What follows belongs to an exercise in optimizing a design on an open flow for small area, a short achievable clock period and few clock cycles per item; a production flow would make more cautious choices. At most, simulation tests tie the RTL to the original design; equivalence was not proved. For run 3, only the layout was checked, not whether the RTL still works. No activity file was given, so power comes from the tool's default toggle rates.

<file path="flow/config.mk">
export PLATFORM = sky130hd
export DESIGN_NAME = pwm_minp
export DESIGN_NICKNAME = pwm_minp
export VERILOG_FILES = /design/flow/design.v
export SDC_FILE = /design/flow/constraint.sdc
export NUM_CORES = 4
export LEC_CHECK = 0
export ABC_AREA = 1
export CAP_MARGIN = 20
export CORE_MARGIN = 2
export CORE_UTILIZATION = 40
export CTS_CLUSTER_DIAMETER = 120
export CTS_CLUSTER_SIZE = 25
export SLEW_MARGIN = 30
</file>
<file path="flow/constraint.sdc">
create_clock -name core_clock -period 26.0 [get_ports {clk}]
set_input_delay 5.2000 -clock core_clock [delete_from_list [all_inputs] [get_ports {clk}]]
set_output_delay 5.2000 -clock core_clock [all_outputs]
set_load 0.01 [all_outputs]
</file>
<file path="flow/design.v">
module pwm_minp (
    input  wire        clk,
    input  wire        rst,
    input  wire        in_valid,
    output wire        in_ready,
    input  wire [18:0] in_per,
    input  wire [13:0] in_dly_r,
    input  wire [13:0] in_dly_f,
    input  wire [10:0] in_duty_max,
    input  wire        in_clamp,
    input  wire        in_clear,
    input  wire [7:0]  in_ls,
    input  wire [75:0] in_h,
    input  wire [3:0]  in_centre,
    output reg         out_valid,
    output reg  [7:0]  out_ls,
    output reg  [75:0] out_on,
    output reg  [75:0] out_off,
    output reg  [3:0]  out_drop,
    output reg  [3:0]  out_raise
);
    assign in_ready = 1'b1;
    reg        s0_valid;
    reg [18:0] s0_per;
    reg [13:0] s0_dly_r, s0_dly_f;
    reg [10:0] s0_duty_max;
    reg        s0_clamp, s0_clear;
    reg [7:0]  s0_ls;
    reg [75:0] s0_h;
    reg [3:0]  s0_centre;
    always @(posedge clk) begin
        s0_valid    <= in_valid & ~rst;
        s0_per      <= in_per;
        s0_dly_r    <= in_dly_r;
        s0_dly_f    <= in_dly_f;
        s0_duty_max <= in_duty_max;
        s0_clamp    <= in_clamp;
        s0_clear    <= in_clear;
        s0_ls       <= in_ls;
        s0_h        <= in_h;
        s0_centre   <= in_centre;
    end
    wire [18:0] duty_hi;
    pwm_minp_mul u_mul (.d(s0_duty_max[9:0]), .p(s0_per), .y(duty_hi));
    wire [14:0] thr_h0    = 15'd2000 + s0_dly_r;
    wire [14:0] thr_l0    = 15'd2000 + s0_dly_f;
    wire [18:0] pmt0      = s0_per - thr_l0;
    reg        s1_valid;
    reg [18:0] s1_per, s1_max_h, s1_pmt;
    reg [14:0] s1_thr_h;
    reg        s1_full, s1_clamp;
    reg [7:0]  s1_ls;
    reg [75:0] s1_h;
    reg [3:0]  s1_centre;
    always @(posedge clk) begin
        s1_valid  <= s0_valid & ~rst;
        s1_per    <= s0_per;
        s1_max_h  <= duty_hi | (s0_duty_max[10] ? s0_per : 19'd0);
        s1_pmt    <= pmt0;
        s1_thr_h  <= thr_h0;
        s1_full   <= s0_duty_max[10];
        s1_clamp  <= s0_clamp;
        s1_ls     <= s0_ls;
        s1_h      <= s0_h;
        s1_centre <= s0_centre;
    end
    reg [18:0] cv [0:3];         
    reg [3:0]  cf_low;           
    reg [18:0] per_c;            
    reg rst_q;
    always @(posedge clk) rst_q <= rst;
    always @(posedge clk)
        if (s1_valid) per_c <= s1_per;
    wire c_zero = rst_q | (s0_valid & s0_clear);
    reg        s2_valid;
    reg [18:0] s2_per;
    reg [7:0]  s2_ls;
    reg [75:0] s2_h;
    reg [3:0]  s2_centre, s2_drop, s2_raise;
    genvar l;
    generate
        for (l = 0; l < 4; l = l + 1) begin : g_leg
            wire [18:0] h   = s1_h[19*l +: 19];
            wire        sw  = (s1_ls[2*l +: 2] == 2'd0);
            wire [18:0] v   = cv[l];
            wire        f   = cf_low[l];
            wire r_nz    = |h;
            wire r_sh    = r_nz & (h[18:15] == 4'd0) & (h[14:0] < s1_thr_h);
            wire r_isper = (h == s1_per);
            wire r_sl    = (h > s1_pmt) & ~r_isper;
            wire [19:0] x0 = {1'b0, h};
            wire [19:0] x1 = {1'b0, v};
            wire [19:0] x2 = f ? {1'b1, ~per_c} : 20'd0;
            wire [19:0] cs_s = x0 ^ x1 ^ x2;
            wire [19:0] cs_c = (x0 & x1) | (x0 & x2) | (x1 & x2);
            wire [19:0] hc;
            add_bk #(20) u_hc (.a(cs_s), .b({cs_c[18:0], f}), .ci(1'b0), .s(hc), .co());
            wire neg  = hc[19];
            wire over = ~neg & (hc[18:0] > s1_max_h);
            wire nz_c    = ~neg & (|hc[18:0]);
            wire sh_c    = nz_c & (hc[18:15] == 4'd0) & (hc[14:0] < s1_thr_h);
            wire isper_c = ~neg & (hc[18:0] == s1_per);
            wire sl_c    = ~neg & (hc[18:0] > s1_pmt) & ~isper_c;
            wire nz    = over ? r_nz    : nz_c;
            wire sh    = over ? r_sh    : sh_c;
            wire isper = over ? r_isper : isper_c;
            wire sl    = over ? r_sl    : sl_c;
            wire cf    = s1_clamp | over;
            wire dropH  = sh & ~cf;
            wire raiseH = sh & cf;
            wire dropL  = sl & ~cf & s1_full;
            wire raiseL = sl & ~(~cf & s1_full);
            wire [18:0] h1 = over ? h : (neg ? 19'd0 : hc[18:0]);
            wire [18:0] h3 = raiseH ? {4'd0, s1_thr_h} : raiseL ? s1_pmt : h1;
            wire isLow  = ~nz | dropH;
            wire isHigh = isper | dropL;
            always @(posedge clk) begin
                if (c_zero) begin
                    cv[l]     <= 19'd0;
                    cf_low[l] <= 1'b0;
                end else if (s1_valid) begin
                    cv[l]     <= (sw & (dropH | dropL)) ? hc[18:0] : 19'd0;
                    cf_low[l] <= sw & dropL;
                end
            end
            always @(posedge clk) begin
                s2_h[19*l +: 19] <= h3;
                s2_ls[2*l +: 2]  <= ~sw ? s1_ls[2*l +: 2] : isLow ? 2'd1 : isHigh ? 2'd2 : 2'd0;
                s2_drop[l]       <= sw & (dropH | dropL);
                s2_raise[l]      <= sw & (raiseH | raiseL);
            end
        end
    endgenerate
    always @(posedge clk) begin
        s2_valid  <= s1_valid & ~rst;
        s2_per    <= s1_per;
        s2_centre <= s1_centre;
    end
    wire [19:0] per1 = {1'b0, s2_per} + 20'd1;
    generate
        for (l = 0; l < 4; l = l + 1) begin : g_place
            wire [18:0] h3  = s2_h[19*l +: 19];
            wire [1:0]  ls  = s2_ls[2*l +: 2];
            wire [19:0] a   = s2_centre[l] ? per1 : {s2_per, 1'b0};
            wire [19:0] b   = s2_centre[l] ? per1 : 20'd0;
            wire [19:0] son, sof;
            add_bk #(20) u_on  (.a(a), .b({1'b1, ~h3}), .ci(1'b1), .s(son), .co());
            add_bk #(20) u_off (.a(b), .b({1'b0, h3}),  .ci(1'b0), .s(sof), .co());
            always @(posedge clk) begin
                out_ls[2*l +: 2]    <= ls;
                out_on[19*l +: 19]  <= (ls == 2'd0) ? son[19:1] : 19'd0;
                out_off[19*l +: 19] <= (ls == 2'd0) ? sof[19:1] : (ls == 2'd2) ? s2_per : 19'd0;
            end
        end
    endgenerate
    always @(posedge clk) begin
        out_valid <= s2_valid & ~rst;
        out_drop  <= s2_drop;
        out_raise <= s2_raise;
    end
endmodule
module pwm_minp_mul (input [9:0] d, input [18:0] p, output [18:0] y);
    wire [28:0] r [0:9];
    genvar i;
    generate for (i = 0; i < 10; i = i + 1) begin : g_pp
        assign r[i] = d[i] ? ({10'd0, p} << i) : 29'd0;
    end endgenerate
    wire [28:0] a1, b1, a2, b2, a3, b3;      
    pwm_minp_csa29 l1a (r[0], r[1], r[2], a1, b1);
    pwm_minp_csa29 l1b (r[3], r[4], r[5], a2, b2);
    pwm_minp_csa29 l1c (r[6], r[7], r[8], a3, b3);
    wire [28:0] a4, b4, a5, b5;              
    pwm_minp_csa29 l2a (a1, b1, a2, a4, b4);
    pwm_minp_csa29 l2b (b2, a3, b3, a5, b5);
    wire [28:0] a6, b6;                      
    pwm_minp_csa29 l3a (a4, b4, a5, a6, b6);
    wire [28:0] a7, b7;                      
    pwm_minp_csa29 l4a (a6, b6, b5, a7, b7);
    wire [28:0] a8, b8;                      
    pwm_minp_csa29 l5a (a7, b7, r[9], a8, b8);
    wire [28:0] sum;
    add_bk #(29) fin (.a(a8), .b(b8), .ci(1'b0), .s(sum), .co());
    assign y = sum[28:10];
endmodule
module pwm_minp_csa29 (input [28:0] x, y, z, output [28:0] s, output [28:0] c);
    assign s = x ^ y ^ z;
    assign c = {(x[27:0] & y[27:0]) | (x[27:0] & z[27:0]) | (y[27:0] & z[27:0]), 1'b0};
endmodule
module add_bk #(parameter W = 20) (
    input  wire [W-1:0] a,
    input  wire [W-1:0] b,
    input  wire         ci,
    output wire [W-1:0] s,
    output wire         co
);
    localparam LG = (W <= 2) ? 1 : (W <= 4) ? 2 : (W <= 8) ? 3 : (W <= 16) ? 4 : (W <= 32) ? 5 : 6;
    reg [W-1:0] g, p;
    reg [W:0]   c;
    integer i, d;
    wire [W-1:0] p0 = a ^ b;
    wire [W-1:0] g0 = a & b;
    always @* begin
        g = g0;
        p = p0;
        g[0] = g[0] | (p[0] & ci);
        for (d = 1; d < (1 << LG); d = d * 2)
            for (i = 2*d - 1; i < W; i = i + 2*d) begin
                g[i] = g[i] | (p[i] & g[i-d]);
                p[i] = p[i] & p[i-d];
            end
        for (d = (1 << (LG - 1)) / 2; d >= 1; d = d / 2)
            for (i = 3*d - 1; i < W; i = i + 2*d) begin
                g[i] = g[i] | (p[i] & g[i-d]);
                p[i] = p[i] & p[i-d];
            end
        c[0] = ci;
        for (i = 0; i < W; i = i + 1) c[i+1] = g[i];
    end
    assign s  = p0 ^ c[W-1:0];
    assign co = c[W];
endmodule
</file>
<file path="flow/flow/run.sh">
#!/bin/bash
# The standard layout, with every port buffered by a buf_1 instead of the
# buffer_ports default, and timing repair aiming at 19.5 ns of setup slack.
set -euo pipefail
export BUFFER_PORTS_ARGS="-buffer_cell sky130_fd_sc_hd__buf_1"
export SETUP_SLACK_MARGIN=19.5
bash standard.sh > standard.log 2>&1
</file>
<file path="flow/standard.sh">
#!/bin/bash
# synth_recipe.tcl (not shown) runs the flow's synth.tcl, then flattens the netlist and writes it again
# the make line also repeats each setting of config.mk as NAME=value (left out here)
make -C /OpenROAD-flow-scripts/flow DESIGN_CONFIG=/design/flow/config.mk WORK_HOME=/design/flow/orfs CLKGATE_MAP_FILE= SYNTH_SCRIPT=/design/flow/synth_recipe.tcl "${@:-finish}"
</file>
==> results of run 1 <==
==> metal layers <==
layer	vias to the layer above	routed length, µm	track usage, %
met5	-	67	0
met4	10	15600	20.3
met3	606	20000	6.92
met2	2285	85400	46.8
met1	20656	81200	39.7
li1	20427	-	-
==> synthesized netlist by cell type (32+ instances only) <==
cell type / n / share of area [%]
nand2_1: 1264 / 9.5
inv_1: 972 / 7.3
dfxtp_1: 678 / 27
ha_1: 607 / 15
nor2_1: 448 / 3.4
fa_1: 346 / 14
nand3_1: 325 / 3.3
a21oi_1: 297 / 3.0
o21ai_0: 249 / 2.5
xnor2_1: 164 / 2.9
nand4_1: 135 / 1.7
clkbuf_1: 121 / 0.91
xor2_1: 65 / 1.1
o21bai_1: 62 / 0.93
a21o_1: 47 / 0.71
nor3_1: 41 / 0.41
o22ai_1: 38 / 0.48
buf_2: 32 / 0.32
==> logic make-up after synthesis <==
family                   share of synthesized area, %
adder cells (fa/ha/maj)                          29.1
flip-flops                                       28.3
other                                         0.00751
buffers and inverters                            9.21
XOR/XNOR                                         4.24
AND/OR/NAND/NOR                                  19.4
AO/OA/AOI/OAI                                    9.77
==> repair_timing <==
action,4_1_cts,5_1_grt
resized for setup,24,74
cloned,0,10
endpoints found under the setup margin,123,169
setup buffers,1,16
pin swaps,1,11
==> where the power goes <==
group	switching (µW)	leakage, µW	internal, µW
registers	174	0.00583	1270
logic	1500	0.0208	876
clock network	422	0.000602	297
total	2100	0.0272	2440
==> placed cells by master, fill, tap and decap left out, drive strengths merged, types with 9 or more instances in the layout <==
master,instances
xor2,66
clkbuf,46
a21oi,307
a21o,47
a31o,16
fa,346
o22ai,38
dfxtp,678
a31oi,16
a211oi,11
edfxtp,19
o21a,11
inv,993
a221oi,18
o21ai,279
buf,403
xnor2,170
a22oi,20
or2,9
o21bai,62
ha,607
nor2,452
nand3,347
nor3,43
nor4,12
clkinv,24
nand4,135
nand2,1280
==> sequential cells by signal, indices dropped and copies added (netlist names), 11 cells and up <==
signal	cells
out_on	76
out_off	76
s0_duty_max	11
s0_h	76
s2_h	76
s0_dly_f	14
s0_dly_r	14
s2_per	19
s1_per	19
s1_h	76
cv	76
s0_per	19
s1_pmt	19
s1_thr_h	15
s1_max_h	19
per_c	19
==> layout make-up <==
class | instances | area (µm²)
repair buffers | 404 | 1900
well taps | 1637 | 2050
clock inverters | 16 | 234
inverters | 1003 | 3800
clock buffers | 45 | 1010
flip-flops and latches | 697 | 14100
fillers | 12532 | 69000
diodes | 5 | 12.5
multi-input cells | 4322 | 31600
==> through the flow <==
step	power (µW)	cell area, µm²	cells	hold WS (ps)
after floorplan	3000	50000	6199	310
after global placement	3710	52900	8036	311
after detailed placement	3760	52900	8036	312
after CTS	4490	54300	8098	329
after global routing	4910	54800	8124	337
final	4540	54800	8129	326
==> worst max path at each step <==
| stage | start | endpoint | slack (ps) | cells past startpoint |
|---|---|---|---|---|
| 2_1_floorplan | s0_duty_max[3]$_DFF_P_ | s1_max_h[17]$_DFF_P_ | 20450 | 24 |
| 3_3_place_gp | cf_low[1]$_SDFFE_PP0P_ | s2_h[34]$_SDFF_PP0_ | 19030 | 33 |
| 3_5_place_dp | cf_low[0]$_SDFFE_PP0P_ | s2_h[17]$_SDFF_PP0_ | 18860 | 32 |
| 4_1_cts | per_c[0]$_DFFE_PP_ | cv[1][10]$_SDFFE_PP0P_ | 19510 | 36 |
| 5_1_grt | per_c[0]$_DFFE_PP_ | s2_h[75]$_SDFF_PP0_ | 19450 | 33 |
| 6_report | out_off[15]$_DFF_P_ | out_off[15] | 19560 | 1 |
==> summary.txt, run 1 <==
Outcome
  – Status: complete, no violations

Final layout
  – Area delta synth->final: 9.67%
  – Post-layout util: between 40% and 50%
  – Final nets: between 7000 and 8000
  – Layout cells sized above 1: approximately 4.7%

Hold path
  – Worst min path class: reg2reg
  – Min-Delay Endpoint: s1_h[29]$_DFF_P_
  – Min-delay src: s0_h[29]$_DFF_P_
  – Hold Path Cell Cnt: 0

Setup path
  – CP max-delay cell: dfxtp_1
  – R2R cell count: 32
  – Max incr delay on CP: 390 ps
  – CP Class: reg2out
  – Reg2reg setup slack: just under 20000 ps
  – Startpoint Class: flop
  – Delay-heaviest family, CP: flip-flops
  – Crit. End Element: primary output
  – Worst r2r src: per_c[0]$_DFFE_PP_
  – Worst R2R End: s2_h[12]$_DFF_P_
  – WP data arrival: 1240 ps
  – Crit path cell chain: buf_1
  – Worst EP required: between 20000 and 25000 ps
  – CP Buf/Inv Count: 1
  – Crit-path max FO: 1

Routing
  – DRT Pass-1 Iters: 7
  – Drt drc: 0
  – Final wirelength: between 200000 and 250000 µm
  – Drt initial violations: between 4000 and 5000
  – WL/cell: approximately 25 µm
  – Vias: between 40000 and 50000
  – Post-DRT Antenna Nets: 0
  – Vias per inst: approximately 5.4

CTS
  – Clock sink count: between 600 and 700
  – CTS max path bufs: 3
  – TritonCTS clock tree: yes
  – CTS Root Cell: clkbuf_16
  – Hold buffer count at cts: 0
  – Total CTS buffers: 39
  – Worst-path clk slew: about 100 ps
  – H-tree depth: 2
  – Clk latency of the worst-skew pair: between 600 and 700 ps

STA
  – Highest clock rate: roughly 0.16 GHz
  – Tcrit/Tclk final: 24.8%
  – Normalized max-slew margin: 28.1%
  – Final setup fails: 0
  – RSZ-0062 raised after global routing: yes
  – Setup TNS: 0 ps
  – Final hold viol count: 0
  – Post-layout min period: approximately 6400 ps
  – Final WS setup: ~20000 ps
  – Post-route clock skew: roughly 52 ps
  – Slew Limit Fails: 0
  – Worst-Margin Slew: around 1100 ps

Pwr
  – Leak pwr: roughly 0.027 µW
  – Pwr dens: approximately 83 nW/µm²
  – Worst vdd ir: between 0.05 and 0.06 mV

Job
  – Maxcap violations: 0

Synth
  – Distinct cells, synth: 63
  – Yosys Warn Count: 5
  – Mean Syn Cell Area: between 8 and 9 µm²
  – Post-synth net total: roughly 7300
  – Post-synthesis async set-or-reset flop share: 0%
  – Cell area after synthesis: 50000 µm²
  – Yosys reg bits: around 700
  – Post-synth EDFFs: 19
  – Top_reg_cell synth: dfxtp_1
  – Syn Inst Count: roughly 6200
  – Sequential-to-total area share from yosys stat: ~28%

Global routing
  – Initial antenna violation count: 7
  – Largest net degree at the start of global routing: 53
  – Grt ovf: 0
  – Vias in the first global route: roughly 42000
  – Total global-route track usage: 30.9%
  – First-pass GRT wire length: between 200000 and 300000 µm

Die
  – I/O pin count: about 320
  – Area of the die: between 100000 and 150000 µm²
  – Row Count: around 130
  – Core area: around 120000 µm²
  – DIE HEIGHT: 357 µm
  – Die X-Extent: between 300 and 400 µm
  – Initial core utilization: between 40% and 50%

Place
  – GP Congestion: around 1
  – DP HPWL: 151000 µm
  – Setup WS pre-CTS: 18860 ps
  – Port bufs: about 320
Testbench counts, summed over its fixed seeds: cycles 32,032, items 32,000.
==> run 2: changes to the inputs <==
--- a/flow/config.mk
+++ b/flow/config.mk
@@ -10,5 +10,5 @@
 export CORE_MARGIN = 2
 export CORE_UTILIZATION = 40
-export CTS_CLUSTER_DIAMETER = 120
-export CTS_CLUSTER_SIZE = 25
+export CTS_CLUSTER_DIAMETER = 100
+export CTS_CLUSTER_SIZE = 30
 export SLEW_MARGIN = 30
==> summary.txt, run 2 <==
Outcome
  – Status: complete, no violations

Synth
  – Cell area after synthesis: about 50000 µm²
  – Mean Syn Cell Area: 8.06 µm²
  – Post-synth EDFFs: 19
  – Largest cells by area after synthesis: dfxtp_1 (27%), ha_1 (15%), fa_1 (14%), nand2_1 (9.5%), inv_1 (7.3%)
  – Distinct cells, synth: 63
  – Sequential-to-total area share from yosys stat: 28.3%
  – Yosys Warn Count: 5
  – Count leader, synth: nand2_1
  – Synth area leader: dfxtp_1
  – Yosys reg bits: roughly 700
  – Post-synthesis async set-or-reset flop share: 0%
  – Top_reg_cell synth: dfxtp_1
  – Yosys top cell area share: 27.2%
  – Syn Inst Count: slightly above 6000
  – Post-synth net total: 7303
  – Post-synth top cells: nand2_1 (1264), inv_1 (972), dfxtp_1 (678)

Setup path
  – Max incr delay on CP: 420 ps
  – Delay-heaviest family, CP: flip-flops
  – Worst R2R End: cv[3][1]$_SDFFE_PP0P_
  – Worst EP required: 20800 ps
  – CP Buf/Inv Count: 1
  – CP max-delay cell: dfxtp_1
  – Crit path cell chain: buf_1
  – Startpoint Class: flop
  – R2R cell count: 28
  – Crit-path max FO: 1
  – Reg2reg setup slack: around 20000 ps
  – Worst r2r src: per_c[2]$_DFFE_PP_
  – Crit. End Element: primary output
  – CP Class: reg2out
  – WP data arrival: about 1200 ps

Pwr
  – Clk pwr share: between 10% and 20%
  – Sw Pwr: 2130 µW
  – Flop pwr share: 31.3%
  – Internal power: roughly 2500 µW
  – Sw Share: a little under half
  – Pwr dens: about 84 nW/µm²
  – Worst vdd ir: 0.0668 mV
  – Leak pwr: around 0.027 µW
  – Final total power: around 4600 µW
  – Share of total power in combinational logic: around half

Final layout
  – Area delta synth->final: 10.3%
  – Layout cells sized above 1: under 10%
  – Multi-input gate area: ~32000 µm²
  – Final nets: between 7000 and 8000
  – Most frequent cells in the layout: nand2_1 (1244), inv_1 (964), dfxtp_1 (673)
  – Commonest non-fill, non-tap cell in the layout: nand2_1
  – Layout fillers: 12489
  – Register area: ~14000 µm²
  – Post-layout instance area: ~55000 µm²

Global routing
  – First-pass GRT wire length: roughly 290000 µm
  – Initial antenna violation count: 11
  – Vias in the first global route: about 42000
  – Largest net degree at the start of global routing: 53
  – Grt ovf: 0
  – Total global-route track usage: between 30 and 40%

STA
  – Slew Limit Fails: 0
  – Highest clock rate: ~0.16 GHz
  – Final hold slack: 331 ps
  – Setup TNS: 0 ps
  – RSZ-0062 raised after global routing: yes
  – Final setup fails: 0
  – Tcrit/Tclk final: between 20% and 30%
  – Post-route clock skew: between 50 and 60 ps
  – Final hold viol count: 0
  – Worst-Margin Slew: ~1100 ps
  – Normalized max-slew margin: between 20% and 30%
  – Post-layout min period: 6440 ps

CTS
  – H-tree depth: 2
  – Hold buffer count at cts: 0
  – Worst-path clk slew: 100 ps
  – Clock sink count: 697
  – CTS max path bufs: 3
  – TritonCTS clock tree: yes
  – Total CTS buffers: 42
  – CTS Root Cell: clkbuf_16
  – Clk latency of the worst-skew pair: 680 ps

Routing
  – Vias per inst: ~5.4
  – Met1 WL: between 80000 and 90000 µm
  – WL/cell: roughly 25 µm
  – Post-DRT Antenna Nets: 0
  – DRT Pass-1 Iters: 6
  – Drt initial violations: between 4000 and 5000
  – Top Layer Used: met5
  – Routed wire length on met3: roughly 21000 µm
  – WL met2: 85800 µm
  – Vias: around 44000
  – Final wirelength: ~200000 µm
  – Drt drc: 0

Hold path
  – Worst min path class: reg2reg
  – Min-Delay Endpoint: s1_h[13]$_DFF_P_
  – Min-delay src: s0_h[13]$_DFF_P_
  – Hold Path Cell Cnt: 0

Job
  – Maxcap violations: 0

Die
  – Area of the die: between 100000 and 150000 µm²
  – Row Count: 129
  – Die X-Extent: 357 µm
  – I/O pin count: approximately 320
  – Initial core utilization: between 40% and 50%
  – DIE HEIGHT: approximately 360 µm
  – Core area: roughly 120000 µm²

Place
  – GP Congestion: about 1.0
  – Port bufs: 319
  – DP HPWL: between 150000 and 200000 µm
  – Post-DP Area: between 50000 and 60000 µm²
[run 2: cell types whose count changed in the layout (fill, tap and decap cells not counted), moves of 2 or more]
cell / before / now
clkbuf_16: 40 / 44
clkbuf_1: 5 / 0
nand2_4: 13 / 15
clkinv_16: 1 / 4
buf_4: 80 / 77
diode_2: 5 / 12
inv_16: 3 / 5
inv_12: 2 / 5
[run 2: routing by layer]
layer	global-route usage, %	up-vias
met3	7.31	615
met4	20.4	14
met1	39.4	20659
met2	46.8	2327
met5	0	-
li1	-	20453
[run 2: what timing repair did]
item,CTS,global route
setup buffers,1,14
pin swaps,1,11
gates resized for setup,22,79
endpoints found under the setup margin,125,169
cloned,0,11
[run 2: cell families (layout without fill, tap and decap cells)]
kind of cell	Yosys count	in the layout	synth area share (%)
AO/OA/AOI/OAI	840	840	9.77
XOR/XNOR	236	236	4.24
adder cells (fa/ha/maj)	953	953	29.1
buffers and inverters	1189	1474	9.21
flip-flops	697	697	28.3
other	1	13	0.00751
AND/OR/NAND/NOR	2283	2293	19.4
[run 2: cell type report]
class | count | share of cell area [%]
Clock buffer | 43 | 1.95
Sequential cell | 697 | 25.7
Antenna cell | 12 | 0.0545
Timing Repair Buffer | 402 | 3.44
Tap cell | 1637 | 3.72
Clock inverter | 26 | 0.788
Multi-Input combinational cell | 4323 | 57.5
Inverter | 1003 | 6.90
[run 2: stage by stage]
step / util, % / instances / setup WS [ps]
floorplan: - / 6199 / 20450
global placement: 42.7 / 8036 / 19030
detailed placement: 42.7 / 8036 / 18860
CTS: 44.1 / 8106 / 19510
global route: 44.5 / 8131 / 19460
finish: 44.5 / 8143 / 19560
[run 2: power groups by stage]
stage / Combinational [µW] / Clock (µW) / Sequential [µW]
floorplan: 1580 / 0 / 1420
global placement: 2250 / 0 / 1470
detailed placement: 2290 / 0 / 1470
CTS: 2310 / 817 / 1440
global route: 2670 / 847 / 1460
finish: 2380 / 794 / 1440
[run 2: worst max path at each step]
| stage | cells past startpoint | endpoint | startpoint |
|---|---|---|---|
| floorplan | 24 | s1_max_h[17]$_DFF_P_ | s0_duty_max[3]$_DFF_P_ |
| global placement | 33 | s2_h[34]$_SDFF_PP0_ | cf_low[1]$_SDFFE_PP0P_ |
| detailed placement | 32 | s2_h[17]$_SDFF_PP0_ | cf_low[0]$_SDFFE_PP0P_ |
| CTS | 36 | cv[1][10]$_SDFFE_PP0P_ | per_c[0]$_DFFE_PP_ |
| global route | 32 | s2_h[75]$_SDFF_PP0_ | per_c[0]$_DFFE_PP_ |
| finish | 1 | out_drop[2] | out_drop[2]$_DFF_P_ |
==> run 3: changes to the inputs <==
--- a/flow/design.v
+++ b/flow/design.v
@@ -100,5 +100,5 @@
             wire nz_c    = ~neg & (|hc[18:0]);
             wire sh_c    = nz_c & (hc[18:15] == 4'd0) & (hc[14:0] < s1_thr_h);
-            wire isper_c = ~neg & (hc[18:0] == s1_per);
+            wire isper_c = (hc[18:0] == s1_per);      
             wire sl_c    = ~neg & (hc[18:0] > s1_pmt) & ~isper_c;
             wire nz    = over ? r_nz    : nz_c;
@@ -111,5 +111,5 @@
             wire dropL  = sl & ~cf & s1_full;
             wire raiseL = sl & ~(~cf & s1_full);
-            wire [18:0] h1 = over ? h : (neg ? 19'd0 : hc[18:0]);
+            wire [18:0] h1 = over ? h : hc[18:0];
             wire [18:0] h3 = raiseH ? {4'd0, s1_thr_h} : raiseL ? s1_pmt : h1;
             wire isLow  = ~nz | dropH;
--- a/flow/config.mk
+++ b/flow/config.mk
@@ -10,5 +10,5 @@
 export CORE_MARGIN = 2
 export CORE_UTILIZATION = 40
-export CTS_CLUSTER_DIAMETER = 100
-export CTS_CLUSTER_SIZE = 30
+export CTS_CLUSTER_DIAMETER = 120
+export CTS_CLUSTER_SIZE = 25
 export SLEW_MARGIN = 30
==> summary.txt, run 3 <==
Outcome
  – Status: complete, no violations

CTS
  – Worst-path clk slew: roughly 100 ps
  – TritonCTS clock tree: yes
  – Hold buffer count at cts: 0
  – CTS Root Cell: clkbuf_16
  – Clock sink count: ~700
  – Total CTS buffers: 40
  – CTS max path bufs: 3
  – Clk latency of the worst-skew pair: between 600 and 700 ps
  – H-tree depth: 2

Place
  – Port bufs: ~320
  – DP HPWL: 160000 µm
  – Setup WS pre-CTS: between 15000 and 20000 ps
  – Post-DP Area: 53400 µm²
  – Placed insts: between 8000 and 9000
  – GP Congestion: 1.05

Final layout
  – Area delta synth->final: 9.28%
  – Commonest non-fill, non-tap cell in the layout: nand2_1
  – Post-layout instance area: roughly 55000 µm²
  – Post-route insts no fill: 8379
  – Final nets: ~7800
  – Layout cells sized above 1: ~4%
  – Most frequent cells in the layout: nand2_1 (1531), inv_1 (1035), dfxtp_1 (672)

Die
  – Initial core utilization: 40.3%
  – Die X-Extent: 359 µm
  – Area of the die: roughly 130000 µm²
  – I/O pin count: ~320
  – DIE HEIGHT: 359 µm
  – Core area: approximately 130000 µm²
  – Row Count: between 100 and 150

Synth
  – Distinct cells, synth: 55
  – Cell area after synthesis: 50500 µm²
  – Yosys reg bits: 697
  – Post-synth EDFFs: 19
  – Synth area leader: dfxtp_1
  – Top_reg_cell synth: dfxtp_1
  – Post-synth net total: between 7000 and 8000
  – Syn Inst Count: between 6000 and 7000
  – Post-synth top cells: nand2_1 (1542), inv_1 (1039), dfxtp_1 (678)
  – Count leader, synth: nand2_1
  – Yosys top cell area share: 26.9%
  – Mean Syn Cell Area: ~7.8 µm²
  – Sequential-to-total area share from yosys stat: 28.0%
  – Largest cells by area after synthesis: dfxtp_1 (27%), ha_1 (15%), fa_1 (14%), nand2_1 (11%), inv_1 (7.7%)
  – Yosys Warn Count: 5
  – Post-synthesis async set-or-reset flop share: 0%

Hold path
  – Worst min path class: reg2reg

Setup path
  – CP max-delay cell: dfxtp_1
  – WP data arrival: roughly 1200 ps
  – Crit-path max FO: 1
  – Crit. End Element: primary output
  – CP Class: reg2out
  – Startpoint Class: flop
  – CP Buf/Inv Count: 1
  – Max incr delay on CP: roughly 350 ps
  – Delay-heaviest family, CP: flip-flops
  – Worst EP required: roughly 21000 ps
  – Crit path cell chain: buf_1

STA
  – Post-layout min period: around 6400 ps
  – Worst-Margin Slew: approximately 1100 ps
  – Highest clock rate: 0.156 GHz
  – Setup TNS: 0 ps
  – Post-route clock skew: 32.3 ps
  – Final hold viol count: 0
  – Final WS setup: a little under 20000 ps
  – Normalized max-slew margin: a little under a quarter
  – RSZ-0062 raised after global routing: yes
  – Tcrit/Tclk final: around 25%
  – Final setup fails: 0
  – Slew Limit Fails: 0

Job
  – Maxcap violations: 0

Global routing
  – Initial antenna violation count: 14
  – Total global-route track usage: 31.7%
  – Largest net degree at the start of global routing: between 60 and 70
  – First-pass GRT wire length: approximately 300000 µm
  – Grt ovf: 0
  – Vias in the first global route: 43419

Routing
  – Drt drc: 0
  – Vias: 45396
  – Drt initial violations: about 4800
  – Final wirelength: roughly 210000 µm
  – Vias per inst: around 5.4
  – WL/cell: between 20 and 30 µm
  – Post-DRT Antenna Nets: 0
  – DRT Pass-1 Iters: 9

Pwr
  – Pwr dens: ~84 nW/µm²
  – Worst vdd ir: around 0.048 mV
  – Leak pwr: 0.0281 µW
-- run 3: cell types whose count changed after synthesis, sizes merged, moves of 10 or more --
cell,previous run,this run
a21oi,307,319
a22oi,20,0
nand3,343,353
xnor2,170,117
o21ai,279,223
inv,988,1048
clkbuf,121,99
buf,65,81
nand2,1275,1555
nor2,452,469
a21boi,0,12
-- run 3: cell type report --
class	count	area, µm²
tap	1650	2060
timing repair buffer	386	1710
inverter	1061	4000
antenna	7	17.5
multi-input combinational	4516	32000
sequential	697	14200
clock inverter	19	244
fill	12621	70200
clock buffer	43	1040
-- run 3: timing repair --
item                                    4_1_cts  5_1_grt
setup buffers                                 3        7
pin swaps                                     1        6
endpoints found under the setup margin      171      168
cloned                                        0        5
resized for setup                            40       53
-- run 3: kinds of logic after synthesis --
kind of cell | Yosys count | synth area share (%)
compound gates | 778 | 8.89
fa+ha+maj | 953 | 28.7
buf+inv | 1241 | 9.50
flops | 697 | 28.0
simple gates | 2593 | 21.6
xor+xnor | 186 | 3.22
other cells | 1 | 0.00742
-- run 3: metrics by stage --
step	utilization (%)	hold WS (ps)	power [µW]
4_1_cts	43.8	333	4590
2_1_floorplan	-	310	3040
3_3_place_gp	42.6	311	3790
6_report	44.0	329	4640
5_1_grt	44.0	338	5000
3_5_place_dp	42.6	312	3840
-- run 3: worst paths after layout --
| check | endpoint | startpoint | slack, ps | depth (start not counted) |
|---|---|---|---|---|
| setup / recovery | out_on[13] | out_on[13]$_SDFF_PN0_ | 19570 | 1 |
| hold / removal | s1_ls[6]$_DFF_P_ | s0_ls[6]$_DFF_P_ | 330 | 0 |
| setup reg to reg | s2_h[31]$_DFF_P_ | per_c[0]$_DFFE_PP_ | 19680 | 30 |
| hold reg to reg | s1_ls[6]$_DFF_P_ | s0_ls[6]$_DFF_P_ | 330 | 0 |
-- run 3: routing by layer --
| metal | part of all wire (%) | vias up | GRT usage [%] | wire length [µm] |
|---|---|---|---|---|
| met1 | 40 | 21495 | 39.4 | 83500 |
| li1 | - | 21026 | - | - |
| met5 | 0.036 | - | 0 | 76 |
| met3 | 9.7 | 632 | 8.04 | 20300 |
| met2 | 42 | 2231 | 48.6 | 88900 |
| met4 | 8.1 | 12 | 21.3 | 16900 |
-- run 3: power breakdown --
part / internal (µW) / switching, µW / leakage (µW)
Clock: 317 / 430 / 0.000630
Sequential: 1280 / 201 / 0.00583
Combinational: 878 / 1530 / 0.0216
Total: 2470 / 2160 / 0.0281
==> run 4: changes to the inputs <==
--- a/flow/design.v
+++ b/flow/design.v
@@ -100,5 +100,5 @@
             wire nz_c    = ~neg & (|hc[18:0]);
             wire sh_c    = nz_c & (hc[18:15] == 4'd0) & (hc[14:0] < s1_thr_h);
-            wire isper_c = (hc[18:0] == s1_per);      
+            wire isper_c = ~neg & (hc[18:0] == s1_per);
             wire sl_c    = ~neg & (hc[18:0] > s1_pmt) & ~isper_c;
             wire nz    = over ? r_nz    : nz_c;
@@ -111,5 +111,5 @@
             wire dropL  = sl & ~cf & s1_full;
             wire raiseL = sl & ~(~cf & s1_full);
-            wire [18:0] h1 = over ? h : hc[18:0];
+            wire [18:0] h1 = over ? h : (neg ? 19'd0 : hc[18:0]);
             wire [18:0] h3 = raiseH ? {4'd0, s1_thr_h} : raiseL ? s1_pmt : h1;
             wire isLow  = ~nz | dropH;
==> flow/flow/run.sh (replaced) <==
#!/bin/bash
# The standard layout, with every port buffered by a buf_2 instead of the
# buffer_ports default, and timing repair aiming at 19.5 ns of setup slack.
set -euo pipefail
export BUFFER_PORTS_ARGS="-buffer_cell sky130_fd_sc_hd__buf_2"
export SETUP_SLACK_MARGIN=19.5
bash standard.sh > standard.log 2>&1
--- a/flow/config.mk
+++ b/flow/config.mk
@@ -7,8 +7,7 @@
 export LEC_CHECK = 0
 export ABC_AREA = 1
-export CAP_MARGIN = 20
+export CAP_MARGIN = 50
 export CORE_MARGIN = 2
 export CORE_UTILIZATION = 40
-export CTS_CLUSTER_DIAMETER = 120
-export CTS_CLUSTER_SIZE = 25
-export SLEW_MARGIN = 30
+export CTS_BUF_LIST = sky130_fd_sc_hd__clkbuf_8
+export SLEW_MARGIN = 70
==> summary.txt, run 4 <==
Setup path
  – Crit path cell chain: buf_6
  – CP Buf/Inv Count: 1
  – Crit-path max FO: 1
  – Startpoint Class: flop
  – CP Class: reg2out
  – Worst EP required: ~21000 ps
  – Max incr delay on CP: roughly 350 ps
  – CP max-delay cell: dfxtp_2
  – Delay-heaviest family, CP: flip-flops
  – Crit. End Element: primary output
  – Beginning of the critical path: out_on[18]$_SDFF_PN0_
  – Worst r2r src: cf_low[3]$_SDFFE_PP0P_
  – WP data arrival: 1390 ps

Synth
  – Syn Inst Count: 6199
  – Yosys Warn Count: 5
  – Yosys reg bits: 697
  – Post-synth EDFFs: 19
  – Cell area after synthesis: around 50000 µm²
  – Yosys top cell area share: between 20% and 30%
  – Largest cells by area after synthesis: dfxtp_1 (27%), ha_1 (15%), fa_1 (14%), nand2_1 (9.5%), inv_1 (7.3%)
  – Top_reg_cell synth: dfxtp_1
  – Post-synth top cells: nand2_1 (1264), inv_1 (972), dfxtp_1 (678)
  – Sequential-to-total area share from yosys stat: between 20% and 30%
  – Distinct cells, synth: 63
  – Count leader, synth: nand2_1
  – Post-synthesis async set-or-reset flop share: 0%
  – Post-synth net total: approximately 7300
  – Mean Syn Cell Area: just over 8 µm²
  – Synth area leader: dfxtp_1

CTS
  – Total CTS buffers: between 100 and 150
  – Clock sink count: 697
  – H-tree depth: 3
  – Worst-path clk slew: roughly 70 ps
  – CTS max path bufs: 3
  – Hold buffer count at cts: 0
  – Clk latency of the worst-skew pair: 940 ps
  – TritonCTS clock tree: yes
  – CTS Root Cell: clkbuf_8

Routing
  – DRT Pass-1 Iters: 9
  – Vias: about 45000
  – Post-DRT Antenna Nets: 0
  – Drt drc: 0
  – Drt initial violations: ~4500
  – WL/cell: around 24 µm
  – Vias per inst: roughly 5.4
  – Final wirelength: between 200000 and 250000 µm

STA
  – Final hold viol count: 0
  – Post-layout min period: 6590 ps
  – Normalized max-slew margin: ~65%
  – Setup TNS: 0 ps
  – Final setup fails: 0
  – Slew Limit Fails: 0
  – Final WS setup: 19410 ps
  – Post-route clock skew: roughly 68 ps
  – Final hold slack: 282 ps
  – Worst-Margin Slew: approximately 520 ps
  – Highest clock rate: about 0.15 GHz
  – RSZ-0062 raised after global routing: yes
  – Tcrit/Tclk final: ~25%

Final layout
  – Area delta synth->final: 16.6%
  – Post-route insts no fill: a little over 8000
  – Post-layout util: approximately 47%
  – Final nets: 7668
  – Commonest non-fill, non-tap cell in the layout: nand2_1
  – Layout fillers: between 10000 and 15000
  – Layout cells sized above 1: 15.8%
  – Most frequent cells in the layout: nand2_1 (1246), inv_1 (946), ha_1 (607)

Place
  – Placed insts: ~8100
  – GP Congestion: 1.02
  – DP HPWL: 153000 µm
  – Setup WS pre-CTS: 19410 ps
  – Port bufs: 319

Outcome
  – Status: complete, no violations

Global routing
  – Initial antenna violation count: 16
  – First-pass GRT wire length: 291000 µm
  – Vias in the first global route: between 40000 and 50000
  – Grt ovf: 0
  – Largest net degree at the start of global routing: 47
  – Total global-route track usage: between 30% and 40%

Pwr
  – Leak pwr: 0.0295 µW
  – Worst vdd ir: approximately 0.049 mV
  – Pwr dens: a little under 90 nW/µm²

Die
  – Core area: 124000 µm²
  – I/O pin count: about 320
  – DIE HEIGHT: around 360 µm
  – Area of the die: about 130000 µm²
  – Die X-Extent: 357 µm
  – Row Count: between 100 and 150
  – Initial core utilization: between 40% and 50%

Hold path
  – Worst min path class: reg2reg
  – Min-delay src: s0_h[8]$_DFF_P_

Job
  – Maxcap violations: 0
==> run 4: changes by cell type after synthesis, sizes merged, moves of 12 or more <==
| cell | before | now |
|---|---|---|
| buf | 81 | 65 |
| a21boi | 12 | 0 |
| a22oi | 0 | 20 |
| clkbuf | 99 | 121 |
| a21oi | 319 | 307 |
| xnor2 | 117 | 170 |
| o21ai | 223 | 279 |
| nor2 | 469 | 452 |
| inv | 1048 | 988 |
| nand2 | 1555 | 1275 |
==> run 4: power by group <==
part           leakage [µW]  internal (µW)  switching [µW]
sequential          0.00587           1280             189
clock               0.00155            650             520
combinational        0.0221            956            1510
==> run 4: routing by layer <==
| layer | track usage, % | part of all wire [%] |
|---|---|---|
| met1 | 39.8 | 39 |
| met2 | 47.0 | 42 |
| met3 | 8.19 | 10 |
| met4 | 21.6 | 7.9 |
| met5 | 0.704 | 0.084 |
==> run 4: worst paths after layout <==
| kind | endpoint | slack [ps] | cells past startpoint |
|---|---|---|---|
| worst max-delay path | out_on[18] | 19410 | 1 |
| worst min register to register | s1_h[8]$_DFF_P_ | 280 | 0 |
| worst min-delay path | s1_h[8]$_DFF_P_ | 280 | 0 |
| worst max register to register | cv[3][15]$_SDFFE_PP0P_ | 19710 | 33 |
==> run 4: worst register-to-register path, delay by kind of cell, from the launching register on <==
family                     cells  cell delay, ps
buffers and inverters          8            1130
xor gates and xnor gates       1             300
AOI/OAI and AO/OA              7            1090
DFF                            1             320
and+or+nand+nor               12            1500
adders and majority gates      5            1840
==> run 4: logic make-up after synthesis <==
kind of cell               synth area share (%)
AOI/OAI and AO/OA                          9.77
xor gates and xnor gates                   4.24
adders and majority gates                  29.1
buffers and inverters                      9.21
DFF                                        28.3
other                                   0.00751
and+or+nand+nor                            19.4
==> run 4: timing repair <==
item / 4_1_cts / 5_1_grt
pin swaps: 0 / 8
buffers inserted: 0 / 12
resized for setup: 127 / 122
cloned: 0 / 5
setup endpoints to repair: 192 / 333
==> run 4: cell type report <==
type                            count  area [µm²]  share of cell area (%)
Antenna cell                        9        22.5                  0.0387
Clock buffer                      150        2060                    3.55
Clock inverter                     73         764                    1.31
Inverter                         1003        3820                    6.56
Multi-Input combinational cell   4318       32000                    54.9
Sequential cell                   697       14400                    24.8
Tap cell                         1637        2050                    3.52
Timing Repair Buffer              423        3110                    5.33
==> run 4: stage by stage <==
stage,total power [µW],area (µm²)
floorplan,3000,50000
global placement,3750,53300
detailed placement,3820,54200
CTS,5050,57500
global route,5510,58200
finish,5110,58200
Testbench counts of run 4, summed over its fixed seeds: cycles 32,032, items 32,000.
==> run 5: changes to the inputs <==
--- a/flow/config.mk
+++ b/flow/config.mk
@@ -10,4 +10,5 @@
 export CORE_MARGIN = 2
 export CORE_UTILIZATION = 40
-export CTS_BUF_LIST = sky130_fd_sc_hd__clkbuf_8
+export CTS_CLUSTER_DIAMETER = 100
+export CTS_CLUSTER_SIZE = 20
 export SLEW_MARGIN = 70
==> summary.txt, run 5 <==
Hold path
  – Worst min path class: reg2reg
  – Hold Path Cell Cnt: 0

Setup path
  – CP Capture Point: out_drop[2]
  – Crit. End Element: primary output
  – Beginning of the critical path: out_drop[2]$_DFF_P_
  – Worst R2R End: cv[3][15]$_SDFFE_PP0P_
  – CP Buf/Inv Count: 1
  – Worst EP required: between 20000 and 25000 ps
  – Crit-path max FO: 1
  – R2R cell count: 33
  – CP Class: reg2out
  – Worst r2r src: cf_low[3]$_SDFFE_PP0P_
  – Critical path depth in cells: 1
  – CP max-delay cell: dfxtp_1
  – Delay-heaviest family, CP: flip-flops
  – Startpoint Class: flop
  – Reg2reg setup slack: between 15000 and 20000 ps
  – WP data arrival: 1250 ps
  – Crit path cell chain: buf_2
  – Max incr delay on CP: 410 ps

Pwr
  – Final total power: ~4700 µW
  – Flop pwr share: between 30% and 40%
  – Clk pwr share: about 18%
  – Sw Share: 45.4%
  – Leak pwr: around 0.029 µW
  – Pwr dens: around 84 nW/µm²
  – Internal power: between 2000 and 3000 µW
  – Share of total power in combinational logic: approximately 51%
  – Sw Pwr: between 2000 and 2500 µW
  – Worst vdd ir: 0.0594 mV

Final layout
  – Area delta synth->final: 12.6%
  – Most frequent cells in the layout: nand2_1 (1247), inv_1 (919), ha_1 (607)
  – Commonest non-fill, non-tap cell in the layout: nand2_1
  – Post-route insts no fill: between 8000 and 9000
  – Final nets: between 7000 and 8000
  – Layout cells sized above 1: 12.8%

Synth
  – Distinct cells, synth: between 60 and 70
  – Synth area leader: dfxtp_1
  – Largest cells by area after synthesis: dfxtp_1 (27%), ha_1 (15%), fa_1 (14%), nand2_1 (9.5%), inv_1 (7.3%)
  – Cell area after synthesis: between 40000 and 50000 µm²
  – Syn Inst Count: a little over 6000
  – Mean Syn Cell Area: approximately 8 µm²
  – Yosys reg bits: between 600 and 700
  – Sequential-to-total area share from yosys stat: between 20 and 30%
  – Count leader, synth: nand2_1
  – Yosys top cell area share: between 20% and 30%
  – Post-synth net total: between 7000 and 8000
  – Post-synthesis async set-or-reset flop share: 0%
  – Post-synth top cells: nand2_1 (1264), inv_1 (972), dfxtp_1 (678)
  – Post-synth EDFFs: 19
  – Yosys Warn Count: 5
  – Top_reg_cell synth: dfxtp_1

CTS
  – Total CTS buffers: just over 50
  – Worst-path clk slew: about 80 ps
  – TritonCTS clock tree: yes
  – Clk latency of the worst-skew pair: about 680 ps
  – CTS Root Cell: clkbuf_16
  – H-tree depth: 2
  – CTS max path bufs: 3
  – Clock sink count: roughly 700

STA
  – Worst-Margin Slew: around 500 ps
  – Highest clock rate: about 0.16 GHz
  – Post-route clock skew: approximately 27 ps
  – Final hold viol count: 0
  – Setup TNS: 0 ps
  – Final setup fails: 0
  – Final WS setup: between 15000 and 20000 ps
  – RSZ-0062 raised after global routing: no
  – Slew Limit Fails: 0
  – Post-layout min period: roughly 6400 ps
  – Final hold slack: between 300 and 400 ps
  – Tcrit/Tclk final: 24.8%
  – Normalized max-slew margin: between 60 and 70%

Routing
  – Drt initial violations: 4618
  – WL/cell: between 20 and 25 µm
  – Post-DRT Antenna Nets: 0
  – DRT Pass-1 Iters: 9
  – Vias per inst: about 5.4
  – Drt drc: 0
  – Vias: between 40000 and 50000
  – Final wirelength: 202000 µm

Die
  – DIE HEIGHT: about 360 µm
  – Die X-Extent: around 360 µm
  – Core area: roughly 120000 µm²
  – I/O pin count: 321
  – Row Count: 129
  – Area of the die: ~130000 µm²
  – Initial core utilization: between 40% and 50%

Global routing
  – Total global-route track usage: 31.2%
  – Grt ovf: 0
  – First-pass GRT wire length: roughly 290000 µm
  – Initial antenna violation count: 13
  – Vias in the first global route: approximately 43000
  – Largest net degree at the start of global routing: 47

Place
  – Setup WS pre-CTS: between 15000 and 20000 ps
  – Port bufs: between 300 and 400
  – DP HPWL: between 150000 and 200000 µm
  – Placed insts: approximately 8000
  – GP Congestion: about 1

Job
  – Maxcap violations: 0

Outcome
  – Status: complete, no violations
-- run 5: cell counts after synthesis --
Identical to the previous run, type by type.
-- run 5: per-layer routing --
layer  routed length, µm  part of all wire, %  GRT usage [%]  vias to the layer above
li1                    -                    -              -                    20496
met1               80300                   40           39.8                    20828
met2               85300                   42           46.9                     2388
met3               21000                   10           7.46                      617
met4               15100                  7.5           20.4                        8
met5                  54                0.027              0                        -
-- run 5: how the worst min path moves through the flow --
stage	from	to	slack, ps
after global placement	s0_h[68]$_DFF_P_	s1_h[68]$_DFF_P_	310
final	s0_ls[7]$_DFF_P_	s1_ls[7]$_DFF_P_	330
after floorplan	s2_drop[0]$_DFF_P_	out_drop[0]$_DFF_P_	310
after CTS	s0_ls[7]$_DFF_P_	s1_ls[7]$_DFF_P_	320
after detailed placement	s1_centre[1]$_DFF_P_	s2_centre[1]$_DFF_P_	310
after global routing	s0_h[30]$_DFF_P_	s1_h[30]$_DFF_P_	330
-- run 5: repair_timing --
action                                  4_1_cts  5_1_grt
setup buffers                                 0       14
gates cloned                                  0        3
gates resized for setup                       5       32
endpoints found under the setup margin       20      165
hold buffers                                  0        0
pin swaps                                     0        6
-- run 5: cell type report --
type	instances	area, µm²
multi-input cells	4316	32000
flip-flops and latches	697	14300
repair buffers	425	2480
clock buffers	56	1330
diodes	10	25.0
well taps	1637	2050
clock inverters	24	318
inverters	1003	3810
fillers	12378	67500
-- run 5: cells by family (layout without fill, tap and decap cells) --
family          after synthesis  count (layout)  share of synthesized area, %
fa+ha+maj                   953             953                          29.1
other cells                   1              11                       0.00751
flops                       697             697                          28.3
buf+inv                    1189            1508                          9.21
compound gates              840             840                          9.77
xor+xnor                    236             236                          4.24
simple gates               2283            2286                          19.4
-- run 5: stage by stage --
step	util, %	instance area, µm²
after floorplan	-	50000
after global placement	43.0	53300
after detailed placement	43.8	54200
after CTS	45.1	55900
after global routing	45.4	56200
final	45.4	56300
-- run 5: power by group through the flow --
stage / combinational, µW / clock [µW] / sequential, µW
after floorplan: 1580 / 0 / 1420
after global placement: 2280 / 0 / 1470
after detailed placement: 2350 / 0 / 1470
after CTS: 2360 / 867 / 1450
after global routing: 2730 / 901 / 1460
final: 2420 / 842 / 1450
==> run 6: changes to the inputs <==
--- a/flow/config.mk
+++ b/flow/config.mk
@@ -6,5 +6,5 @@
 export NUM_CORES = 4
 export LEC_CHECK = 0
-export ABC_AREA = 1
+export ABC_AREA = 0
 export CAP_MARGIN = 50
 export CORE_MARGIN = 2
==> summary.txt, run 6 <==
Synth
  – Cell area after synthesis: approximately 48000 µm²
  – Largest cells by area after synthesis: dfxtp_1 (28%), ha_1 (16%), fa_1 (14%), inv_1 (4.5%), a21o_1 (3.5%)
  – Yosys reg bits: around 700
  – Yosys Warn Count: 5
  – Post-synth top cells: dfxtp_1 (678), ha_1 (607), inv_1 (584)
  – Syn Inst Count: roughly 5000
  – Top_reg_cell synth: dfxtp_1
  – Distinct cells, synth: between 80 and 90
  – Yosys top cell area share: approximately 28%
  – Count leader, synth: dfxtp_1
  – Synth area leader: dfxtp_1
  – Post-synth net total: between 6000 and 7000
  – Sequential-to-total area share from yosys stat: between 20% and 30%
  – Post-synthesis async set-or-reset flop share: 0%
  – Mean Syn Cell Area: about 9.4 µm²
  – Post-synth EDFFs: 19

Place
  – Setup WS pre-CTS: 18670 ps
  – DP HPWL: ~140000 µm
  – Port bufs: 319
  – GP Congestion: just over 1

Setup path
  – Reg2reg setup slack: a little under 20000 ps
  – Max incr delay on CP: about 700 ps
  – Critical path depth in cells: 24
  – Crit path cell chain: nand2b_1 > fa_1 > fa_2 > nor2b_1 > o21ai_1 > nand2b_1 > a21o_1 > a31o_2 > a21o_1 > a21o_1 > a21oi_1 > fa_2 > inv_1 > ha_1 > nand4_1 > nor2_1 > a31oi_4 > and2_4 > a22oi_4 > buf_12 > nand4b_1 > a21boi_4 > or4_4 > o21ai_2
  – CP Buf/Inv Count: 2
  – Crit-path max FO: 6
  – Most frequent cell on the critical path: a21o_1
  – R2R cell count: 24
  – Delay-heaviest family, CP: simple AND/OR/NAND/NOR gates
  – CP Class: reg2reg
  – WP data arrival: 7010 ps
  – CP max-delay cell: fa_2
  – Beginning of the critical path: per_c[1]$_DFFE_PP_
  – Crit. End Element: flop
  – Worst R2R End: cv[2][10]$_SDFFE_PP0P_
  – Worst EP required: between 20000 and 30000 ps
  – Startpoint Class: flop
  – CP Capture Point: cv[2][10]$_SDFFE_PP0P_
  – Worst r2r src: per_c[1]$_DFFE_PP_

CTS
  – Total CTS buffers: between 40 and 50
  – H-tree depth: 2
  – CTS max path bufs: 3
  – Clock sink count: 697
  – Clk latency of the worst-skew pair: just under 700 ps
  – TritonCTS clock tree: yes
  – CTS Root Cell: clkbuf_16
  – Worst-path clk slew: roughly 90 ps

Final layout
  – Layout cells sized above 1: approximately 17%
  – Final nets: between 6000 and 7000
  – Commonest non-fill, non-tap cell in the layout: ha_1
  – Area delta synth->final: 16.5%
  – Most frequent cells in the layout: ha_1 (604), dfxtp_1 (601), inv_1 (540)

STA
  – Final setup fails: 0
  – Tcrit/Tclk final: around a quarter
  – Worst-Margin Slew: roughly 520 ps
  – Post-route clock skew: approximately 40 ps
  – Highest clock rate: 0.156 GHz
  – Slew Limit Fails: 0
  – RSZ-0062 raised after global routing: yes
  – Final WS setup: 19590 ps
  – Post-layout min period: 6410 ps
  – Final hold viol count: 0
  – Normalized max-slew margin: between 60 and 70%
  – Setup TNS: 0 ps

Hold path
  – Hold Path Cell Cnt: 0
  – Worst min path class: reg2reg
  – Min-delay src: s0_h[3]$_DFF_P_

Routing
  – Vias per inst: 5.61
  – Post-DRT Antenna Nets: 0
  – Drt initial violations: 3782
  – Drt drc: 0
  – Vias: ~40000
  – WL/cell: ~26 µm
  – DRT Pass-1 Iters: 8
  – Final wirelength: between 150000 and 200000 µm

Pwr
  – Pwr dens: 83.4 nW/µm²
  – Sw Share: a little over two fifths
  – Sw Pwr: about 2000 µW
  – Share of total power in combinational logic: 51.9%
  – Leak pwr: between 0.02 and 0.03 µW
  – Clk pwr share: between 10% and 20%
  – Worst vdd ir: just under 0.06 mV
  – Internal power: ~2700 µW
  – Flop pwr share: 31.6%

Die
  – Area of the die: between 100000 and 150000 µm²
  – Initial core utilization: between 40 and 50%
  – Die X-Extent: around 350 µm
  – Core area: 120000 µm²
  – Row Count: 127
  – DIE HEIGHT: 352 µm
  – I/O pin count: 321

Global routing
  – Grt ovf: 0
  – Initial antenna violation count: 23
  – Vias in the first global route: 39276
  – Total global-route track usage: about 30%
  – First-pass GRT wire length: around 270000 µm
  – Largest net degree at the start of global routing: 37

Job
  – Maxcap violations: 0

Outcome
  – Status: complete, no violations
run 6: cell count changes after synthesis, sizes merged, moves of 47 or more:
cell,delta
xor2,+74
nand2,-977
nand3,-264
a21o,+179
o21bai,-47
a21oi,-104
nand2b,+69
o21ai,-69
mux2i,+112
nor2b,+78
inv,-403
nor2,-97
and2,+193
run 6: area by class of cell:
cell class / count / area (µm²)
antenna: 11 / 27.5
clock buffer: 54 / 1250
clock inverter: 15 / 169
fill: 11505 / 63600
inverter: 589 / 2230
multi-input combinational: 3677 / 33000
sequential: 697 / 14300
tap: 1612 / 2020
timing repair buffer: 535 / 3550
run 6: layer usage:
| layer | GRT usage [%] | vias up | wire length [µm] |
|---|---|---|---|
| met3 | 6.30 | 618 | 17900 |
| met4 | 17.2 | 18 | 13100 |
| li1 | - | 18094 | - |
| met5 | 0 | - | 111 |
| met2 | 45.5 | 2132 | 81700 |
| met1 | 38.8 | 19456 | 77500 |
run 6: cell families (layout without fill, tap and decap cells):
logic type	count (synthesis)	in the layout	synth area share, %
fa+ha+maj	953	953	29.9
other cells	1	12	0.00773
compound gates	877	881	11.9
buf+inv	765	1193	6.01
flops	697	697	29.2
simple gates	1396	1397	14.5
mux	139	139	2.94
xor+xnor	306	306	5.60
run 6: power groups by stage:
stage / logic (µW) / registers (µW) / clock network (µW)
floorplan: 1540 / 1420 / 0
global placement: 2220 / 1500 / 0
detailed placement: 2300 / 1500 / 0
CTS: 2360 / 1480 / 802
global route: 2700 / 1500 / 836
finish: 2440 / 1490 / 778
run 6: metrics by stage:
step	power (µW)	std cells	hold slack (ps)	area [µm²]	utilization (%)
after global routing	5030	7179	325	56500	47.0
final	4710	7190	318	56500	47.0
after global placement	3720	6994	310	52300	43.5
after detailed placement	3800	7029	312	53500	44.5
after CTS	4650	7137	322	55500	46.2
after floorplan	2960	5134	310	48500	-
run 6: worst min-delay path by stage:
stage                          end  slack (ps)
3_5_place_dp      s1_h[65]$_DFF_P_         310
2_1_floorplan  out_drop[0]$_DFF_P_         310
3_3_place_gp      s1_h[19]$_DFF_P_         310
5_1_grt            s1_h[3]$_DFF_P_         330
6_report           s1_h[3]$_DFF_P_         320
4_1_cts            s1_h[3]$_DFF_P_         320
run 6: what timing repair did:
action                     4_1_cts  5_1_grt
setup endpoints to repair      168      169
hold buffers                     0        0
cloned                           9        4
gates resized for setup         48       87
pin swaps                       18       45
setup buffers                   30       32
==> run 7: changes to the inputs <==
--- a/flow/config.mk
+++ b/flow/config.mk
@@ -6,9 +6,9 @@
 export NUM_CORES = 4
 export LEC_CHECK = 0
-export ABC_AREA = 0
+export ABC_AREA = 1
 export CAP_MARGIN = 50
 export CORE_MARGIN = 2
 export CORE_UTILIZATION = 40
-export CTS_CLUSTER_DIAMETER = 100
-export CTS_CLUSTER_SIZE = 20
+export CTS_CLUSTER_DIAMETER = 120
+export CTS_CLUSTER_SIZE = 25
 export SLEW_MARGIN = 70
==> summary.txt, run 7 <==
Hold path
  – Worst min path class: reg2reg
  – Min-Delay Endpoint: s1_h[12]$_DFF_P_
  – Min-delay src: s0_h[12]$_DFF_P_
  – Hold Path Cell Cnt: 0

CTS
  – Total CTS buffers: 38
  – CTS Root Cell: clkbuf_16
  – TritonCTS clock tree: yes
  – H-tree depth: 2
  – Clock sink count: roughly 700
  – Hold buffer count at cts: 0
  – Worst-path clk slew: 100 ps
  – CTS max path bufs: 3
  – Clk latency of the worst-skew pair: 660 ps

Synth
  – Largest family of logic cells by synthesized area: adder cells
  – Post-synth EDFFs: 19
  – Synth Area in Adders: about 29%
  – Largest cells by area after synthesis: dfxtp_1 (27%), ha_1 (15%), fa_1 (14%), nand2_1 (9.5%), inv_1 (7.3%)
  – XOR/XNOR Fraction of Synth Area: under 10%
  – Yosys top cell area share: 27.2%
  – Post-synth net total: between 7000 and 8000
  – Synth area leader: dfxtp_1
  – Cell area after synthesis: ~50000 µm²
  – Synth Area in Compound Gates: about a tenth
  – Mean Syn Cell Area: a little over 8 µm²
  – Distinct cells, synth: 63
  – Syn Inst Count: slightly above 6000
  – Simple-gate share of the synthesized area: ~19%
  – Yosys Warn Count: 5
  – Count leader, synth: nand2_1
  – Post-synthesis async set-or-reset flop share: 0%
  – Yosys reg bits: between 600 and 700
  – Top_reg_cell synth: dfxtp_1
  – Sequential-to-total area share from yosys stat: between 20% and 30%
  – Multiplexer share of the synthesized area: 0%
  – Post-synth top cells: nand2_1 (1264), inv_1 (972), dfxtp_1 (678)

Setup path
  – Startpoint Class: flop
  – Reg2reg setup slack: a little under 20000 ps
  – CP Buf/Inv Count: 1
  – Worst EP required: 20800 ps
  – Max incr delay on CP: roughly 410 ps
  – CP max-delay cell: dfxtp_1
  – WP data arrival: about 1200 ps
  – Worst r2r src: cf_low[3]$_SDFFE_PP0P_
  – Crit. End Element: primary output
  – Delay-heaviest family, CP: flip-flops
  – Crit-path max FO: 1
  – Worst R2R End: cv[3][15]$_SDFFE_PP0P_
  – CP Class: reg2out
  – R2R cell count: 34
  – Crit path cell chain: buf_2

Global routing
  – Vias in the first global route: roughly 42000
  – First-pass GRT wire length: approximately 290000 µm
  – Largest net degree at the start of global routing: 47
  – Grt ovf: 0
  – Total global-route track usage: around 31%
  – Initial antenna violation count: 11

Final layout
  – Final nets: between 7000 and 8000
  – Area delta synth->final: 11.8%
  – Post-layout util: 45.1%
  – Commonest non-fill, non-tap cell in the layout: nand2_1
  – Most frequent cells in the layout: nand2_1 (1247), inv_1 (919), ha_1 (607)
  – Layout cells sized above 1: 12.5%

STA
  – Final setup fails: 0
  – RSZ-0062 raised after global routing: no
  – Setup TNS: 0 ps
  – Final WS setup: 19590 ps
  – Tcrit/Tclk final: approximately 25%
  – Highest clock rate: between 0.15 and 0.2 GHz
  – Slew Limit Fails: 0
  – Post-route clock skew: 28.9 ps
  – Final hold viol count: 0
  – Post-layout min period: around 6400 ps

Die
  – DIE HEIGHT: ~360 µm
  – Core area: 124000 µm²
  – Initial core utilization: between 40 and 50%
  – Die X-Extent: 357 µm
  – Row Count: around 130
  – Area of the die: between 100000 and 150000 µm²
  – I/O pin count: 321

Job
  – Maxcap violations: 0

Routing
  – Final wirelength: 202000 µm
  – Vias per inst: between 5 and 6
  – WL/cell: roughly 25 µm
  – Vias: between 40000 and 50000
  – Post-DRT Antenna Nets: 0
  – Drt drc: 0
  – DRT Pass-1 Iters: 8
  – Drt initial violations: 4821

Place
  – DP HPWL: 153000 µm
  – Port bufs: around 320
  – GP Congestion: 1.02
  – Setup WS pre-CTS: between 15000 and 20000 ps

Pwr
  – Leak pwr: around 0.028 µW
  – Worst vdd ir: 0.0536 mV
  – Pwr dens: 82.2 nW/µm²

Outcome
  – Status: complete, no violations
==> run 7: cell count changes in the layout (fill, tap and decap cells not counted), moves of 56 or more <==
cell and change:
nor2_1 +94, buf_4 -83, nor2b_1 -77, a21oi_1 +102, nand3_1 +247, a21o_1 -177, nand2_1 +950, and2_1 -192
mux2i_1 -111, xor2_1 -56, inv_1 +379, nand2b_1 -68
==> run 7: per-layer routing <==
layer / share of wire [%] / global-route usage, % / vias up
met5: 0.039 / 0 / -
met4: 7.2 / 19.4 / 10
met3: 10 / 6.78 / 605
met2: 43 / 47.3 / 2341
met1: 40 / 40.1 / 20797
li1: - / - / 20448
==> run 7: how the worst max path moves through the flow <==
stage | start | depth (start not counted) | slack (ps) | end
finish | out_drop[2]$_DFF_P_ | 1 | 19590 | out_drop[2]
global route | cf_low[3]$_SDFFE_PP0P_ | 32 | 19460 | cv[3][15]$_SDFFE_PP0P_
CTS | per_c[0]$_DFFE_PP_ | 34 | 19520 | cv[3][15]$_SDFFE_PP0P_
detailed placement | per_c[0]$_DFFE_PP_ | 32 | 19410 | s2_h[75]$_SDFF_PP0_
global placement | cf_low[1]$_SDFFE_PP0P_ | 33 | 18960 | s2_h[35]$_SDFF_PP0_
floorplan | s0_duty_max[3]$_DFF_P_ | 24 | 20450 | s1_max_h[17]$_DFF_P_
==> run 7: area by class of cell <==
cell class              instances  area, µm²
clock buffers                  45       1040
repair buffers                425       2480
flip-flops and latches        697      14300
well taps                    1637       2050
multi-input cells            4317      32000
diodes                          6       15.0
clock inverters                14        226
fillers                     12384      67900
inverters                    1003       3820
==> run 7: kinds of logic after synthesis <==
kind of cell               Yosys count
and+or+nand+nor                   2283
buffers and inverters             1189
xor gates and xnor gates           236
AOI/OAI and AO/OA                  840
DFF                                697
adders and majority gates          953
other                                1
==> run 7: what timing repair did <==
item                       4_1_cts  5_1_grt
setup endpoints to repair       19      165
gates resized for setup          5       34
gates cloned                     0        4
pin swaps                        0        7
setup buffers                    0       14
==> run 7: metrics by stage <==
stage | hold slack [ps] | cell area (µm²) | std cells | power [µW]
global route | 321 | 55900 | 8138 | 4980
finish | 317 | 55900 | 8144 | 4590
floorplan | 310 | 50000 | 6199 | 3000
detailed placement | 312 | 54200 | 8060 | 3820
global placement | 311 | 53300 | 8034 | 3750
CTS | 320 | 55500 | 8119 | 4560
==> run 7: power breakdown <==
group	total (µW)	switching, µW	internal, µW
registers	1450	177	1270
clock network	726	407	319
logic	2420	1510	904
total	4590	2100	2490

static timing again, ports no longer ideal:
The results above use ideal ports. As a check the final layouts listed here were re-extracted and re-timed, cells and wires unchanged. Step 1: set_driving_cell puts a clkbuf_16 on clk and a buf_2 on each other input, an assumption about the parent block. Step 2 times the ports against the registers' clock, not the clock port: input delays grow and output delays shrink by t, the midpoint of the rising clock arrivals with the driver on. a / b / c = ideal / step 1 / step 2; a / b = the first two.
run	shift t [ns]	slack for setup (ns)	worst setup path at the end	worst data-port slew with drivers (ns)	cell pins on the clock port's net
run 1	0.740	19.556 / 19.480 / 19.810	register to register	0.06	1
run 2	0.724	19.561 / 19.487 / 19.846	register to register	0.06	1
run 3	0.748	19.570 / 19.491 / 19.679	register to register	0.07	1
run 4	0.978	19.412 / 19.341 / 19.712	register to register	0.05	1
run 5	0.742	19.550 / 19.477 / 19.720	register to register	0.05	1
run 6	0.738	19.588 / 19.543 / 19.588	register to register	0.05	1
run 7	0.724	19.590 / 19.516 / 19.657	register to register	0.05	1
After both steps every run listed still meets setup and hold.
